Source: an optimization exercise on an open RTL-to-GDS flow (aim: small area). Production flows keep margins and buffers that such runs may drop. The RTL was checked by simulation tests, not by an equivalence proof against the original design. The flow treats the clock pin as an ideal source, which a real chip does not have. No activity file was given, so power comes from the tool's default toggle rates.

Setup of 02-19:
Design noryr_rx, start of the top module:
module noryr_rx (
    input  wire        clk,
    input  wire        rst,             
    input  wire        in_valid,
    input  wire [9:0]  in_cg,           
    output reg         os_valid,
    output wire [7:0]  os_type,
    output wire [7:0]  os_arg0,
    output wire [7:0]  os_arg1,
    output reg         fr_word_valid,
    output wire [31:0] fr_word,
    output wire [6:0]  fr_word_num,
    output reg         fr_done,
    output wire [1:0]  fr_status,       
    output reg  [15:0] cnt_code,
    output reg  [15:0] cnt_ok,
    output reg  [15:0] cnt_bad,
    output reg  [15:0] cnt_drop
);
    localparam [31:0] CRC_RESIDUE = 32'hDEBB20E3;
    function [31:0] crc_byte;
        input [31:0] c;
        input [7:0]  b;
        integer k;
        reg [31:0] r;
        begin
            r = c;
            for (k = 0; k < 8; k = k + 1)
                r = (r[0] ^ b[k]) ? ((r >> 1) ^ 32'hEDB88320) : (r >> 1);
            crc_byte = r;
        end
    endfunction
    function is_os_type;
        input [7:0] t;
        begin
            case (t)
                8'h10, 8'h20, 8'h21, 8'h28, 8'h30, 8'h31, 8'h38,
                8'h40, 8'h41, 8'h50, 8'h51, 8'h52, 8'h53, 8'h60: is_os_type = 1'b1;
                default: is_os_type = 1'b0;
            endcase
        end
    endfunction
    reg        rd;           
    reg        st_fr;        
    reg  [1:0] os_ph;        
    reg [63:0] sr;           
    reg [31:0] crc;
    reg  [6:0] wc;           
    reg  [1:0] lane;         
    reg  [6:0] flen;         
    reg        fdrop;        
    reg        ferr;
    wire a = in_cg[0], b = in_cg[1], c = in_cg[2], d = in_cg[3], e = in_cg[4];
    wire i = in_cg[5], f = in_cg[6], g = in_cg[7], h = in_cg[8], j = in_cg[9];
    wire [2:0] n6 = in_cg[0] + in_cg[1] + in_cg[2] + in_cg[3] + in_cg[4] + in_cg[5];
    wire [2:0] n4 = in_cg[6] + in_cg[7] + in_cg[8] + in_cg[9];
    wire [3:0] ones = n6 + n4;
    wire       rd_next = (ones > 4'd5) ? 1'b1 : (ones < 4'd5) ? 1'b0 : rd;
    wire [5:0] y  = in_cg[5:0] ^ {6{rd}};
    wire b6 = (n6 == 3'd3);
  ...
Size: ~740 cells after synthesis.
==> flow/config.mk <==
export PLATFORM = sky130hd
export DESIGN_NAME = noryr_rx
export DESIGN_NICKNAME = noryr_rx
export VERILOG_FILES = /design/flow/design.v
export SDC_FILE = /design/flow/constraint.sdc
export NUM_CORES = 4
export LEC_CHECK = 0
export CAP_MARGIN = 20
export CORE_MARGIN = 2
export CORE_UTILIZATION = 70
export SLEW_MARGIN = 20
export SYNTH_MEMORY_MAX_BITS = 32768
==> flow/constraint.sdc <==
create_clock -name core_clock -period 10.0 [get_ports {clk}]
set_input_delay 2.0000 -clock core_clock [delete_from_list [all_inputs] [get_ports {clk}]]
set_output_delay 2.0000 -clock core_clock [all_outputs]
set_load 0.01 [all_outputs]
standard.sh (not shown) runs the stock make flow with config.mk's settings and CLKGATE_MAP_FILE= SYNTH_SCRIPT=/design/flow/synth_recipe.tcl, a recipe that flattens the netlist after the stock synthesis.
==> flow/flow/run.sh <==
#!/bin/bash
# Own layout flow: the standard synthesis, then its combinational logic
# re-mapped for area by ABC (flip-flops, their instance names and cell types
# kept; the smallest of a few ABC scripts is taken), then the standard ORFS
# steps with buf_1 port buffers, small clock buffers (the ones whose flip-flops see a slow clock edge
# upsized after CTS) and no CTS dummy loads.
# Each tool's output goes to a log file of its own in this folder.
set -euo pipefail
HERE=$(pwd)
R=$HERE/orfs/results/$FLOW_PLATFORM/noryr_rx/base
LIB=$FLOW_HOME/platforms/$FLOW_PLATFORM/lib/sky130_fd_sc_hd__tt_025C_1v80.lib

# 1. standard synthesis (unchanged)
bash standard.sh synth > log_1_standard_synth.txt 2>&1
cp $R/1_2_yosys.v $HERE/synth_standard.v

# 2. re-map the combinational logic for area: several ABC scripts and
#    seeds, four at a time
i=0
for s in flow/abc_*.abc; do
  n=$(basename $s .abc)
  sed -e "s|@LIB@|$LIB|g" -e "s|@IN@|$HERE/synth_standard.v|g" \
      -e "s|@OUT@|$HERE/synth_$n.v|g" -e "s|@ABC@|$HERE/$s|g" \
      flow/reopt.ys > reopt_$n.ys
  (yosys -l log_2_reopt_$n.txt -q reopt_$n.ys > /dev/null 2>&1 || true) &
  i=$((i + 1))
  if (( i % 4 == 0 )); then wait; fi
done
wait
best=""; bestA=""
for s in flow/abc_*.abc; do
  n=$(basename $s .abc)
  if [[ -s synth_$n.v ]] && grep -q "Found and reported 0 problems" log_2_reopt_$n.txt; then
    A=$(grep "Chip area" log_2_reopt_$n.txt | tail -1 | awk '{print $NF}')
    echo "$n $A" >> reopt_areas.txt
    if [[ -z "$best" ]] || awk "BEGIN{exit !($A < $bestA)}"; then best=$n; bestA=$A; fi
  fi
done
echo "best $best $bestA" >> reopt_areas.txt
if [[ -n "$best" ]]; then
  sleep 1
  cp synth_$best.v $R/1_2_yosys.v
  touch $R/1_2_yosys.v
fi

# 3. the rest of the standard flow
bash standard.sh \
    "BUFFER_PORTS_ARGS=-buffer_cell sky130_fd_sc_hd__buf_1" \
    "POST_CTS_TCL=$HERE/flow/post_cts.tcl" \
    "CTS_ARGS=-sink_clustering_enable -repair_clock_nets -dont_use_dummy_load -buf_list sky130_fd_sc_hd__clkbuf_4" \
    finish > log_3_standard_finish.txt 2>&1
Other scripts of this flow, unchanged in this note and not shown: flow/flow/abc_p1.abc, flow/flow/abc_p4.abc, flow/flow/abc_p5.abc, flow/flow/abc_p6.abc, flow/flow/abc_q2.abc, flow/flow/abc_q3.abc, flow/flow/abc_q7.abc, flow/flow/abc_q8.abc, flow/flow/post_cts.tcl, flow/flow/reopt.ys
Here is what was changed in the inputs of 04-17 compared with 02-19.
-- flow/design.v --
<<< 02-19, line 51
    reg        fdrop;        
    reg        ferr;
    wire a = in_cg[0], b = in_cg[1], c = in_cg[2], d = in_cg[3], e = in_cg[4];
    wire i = in_cg[5], f = in_cg[6], g = in_cg[7], h = in_cg[8], j = in_cg[9];
>>> 04-17, line 51
    reg        fdrop;        
    reg        ferr;
    reg        fab;          
    wire a = in_cg[0], b = in_cg[1], c = in_cg[2], d = in_cg[3], e = in_cg[4];
    wire i = in_cg[5], f = in_cg[6], g = in_cg[7], h = in_cg[8], j = in_cg[9];
<<< 02-19, line 95
    assign fr_word     = sr[31:0];
    assign fr_word_num = wc;
    wire fab = wc[6] & !wc[5] & wc[4];
    assign fr_status   = {fab | (good & fdrop), fab | !good};
    wire idle   = !st_fr && (os_ph == 2'd0);
>>> 04-17, line 96
    assign fr_word     = sr[31:0];
    assign fr_word_num = wc;
    assign fr_status   = {fab | (good & fdrop), fab | !good};
    wire idle   = !st_fr && (os_ph == 2'd0);
<<< 02-19, line 114
    always @(posedge clk) begin
        crc    <= (crc ^ ({32{acc}} & (crc_byte(crc, byte_d) ^ crc))) | {32{fr_start}};
        os_bad <= !os_start && (os_bad || (in_valid && !dd));
        ferr   <= !fr_start && (ferr || f_bad);
        lane   <= (lane + {1'b0, acc}) & {2{!fr_start}};
        wc     <= fr_start ? 7'd126 : end30 ? 7'd80 : wc + {6'd0, wdone};
        if (in_valid && (in_os || accept)) sr <= {byte_d, sr[63:8]};
        if (acc && lane == 2'd0 && hdr) flen <= byte_d[6:0];
>>> 04-17, line 114
    always @(posedge clk) begin
        crc    <= (crc ^ ({32{acc}} & (crc_byte(crc, byte_d) ^ crc))) | {32{fr_start}};
        fab    <= k307;
        os_bad <= !os_start && (os_bad || (in_valid && !dd));
        ferr   <= !fr_start && (ferr || f_bad);
        lane   <= (lane + {1'b0, acc}) & {2{!fr_start}};
        wc     <= fr_start ? 7'd126 : wc + {6'd0, wdone};
        if (in_valid && (in_os || accept)) sr <= {byte_d, sr[63:8]};
        if (acc && lane == 2'd0 && hdr) flen <= byte_d[6:0];
==> comparison <==
Higher fmax goes to 02-19 over 04-17. Looking at switching power total across both flows, 04-17 is the weaker of the two, with 02-19 ahead. On final area, 02-19 and 04-17 are basically level. Re met1 track demand over resource in global routing: 02-19 was higher than 04-17. Comparing 04-17 with 02-19, the core utilization came out essentially unchanged. Of 02-19 and 04-17, 02-19 shows the higher final cell count without fillers, with 04-17 below it. In the tables for 02-19 and 04-17, hold slack reads higher with 04-17.

[re-timing with driven ports]
Ports are ideal in the flow. The routed layouts listed here were re-timed in OpenROAD. Step 1: set_driving_cell puts a clkbuf_16 on clk and a buf_2 on each other input, an assumption about the parent block. Step 2 also shifts input and output timing later by t, the mid clock arrival at the registers, as if the neighbouring blocks saw the same clock. Slacks: ideal / step 1 / step 2; pairs: ideal / step 1.
run | shift t [ns] | slack for setup (ns) | worst setup path after step 2 | latest minus earliest clock arrival (ns) | cell pins on the clock port's net
02-19 | 0.486 | 2.551 / 2.564 / 2.078 | input to register | 0.032 / 0.032 | 1
04-17 | 0.482 | 2.185 / 2.194 / 1.712 | input to register | 0.039 / 0.038 | 1
After both steps every run listed still meets setup and hold.
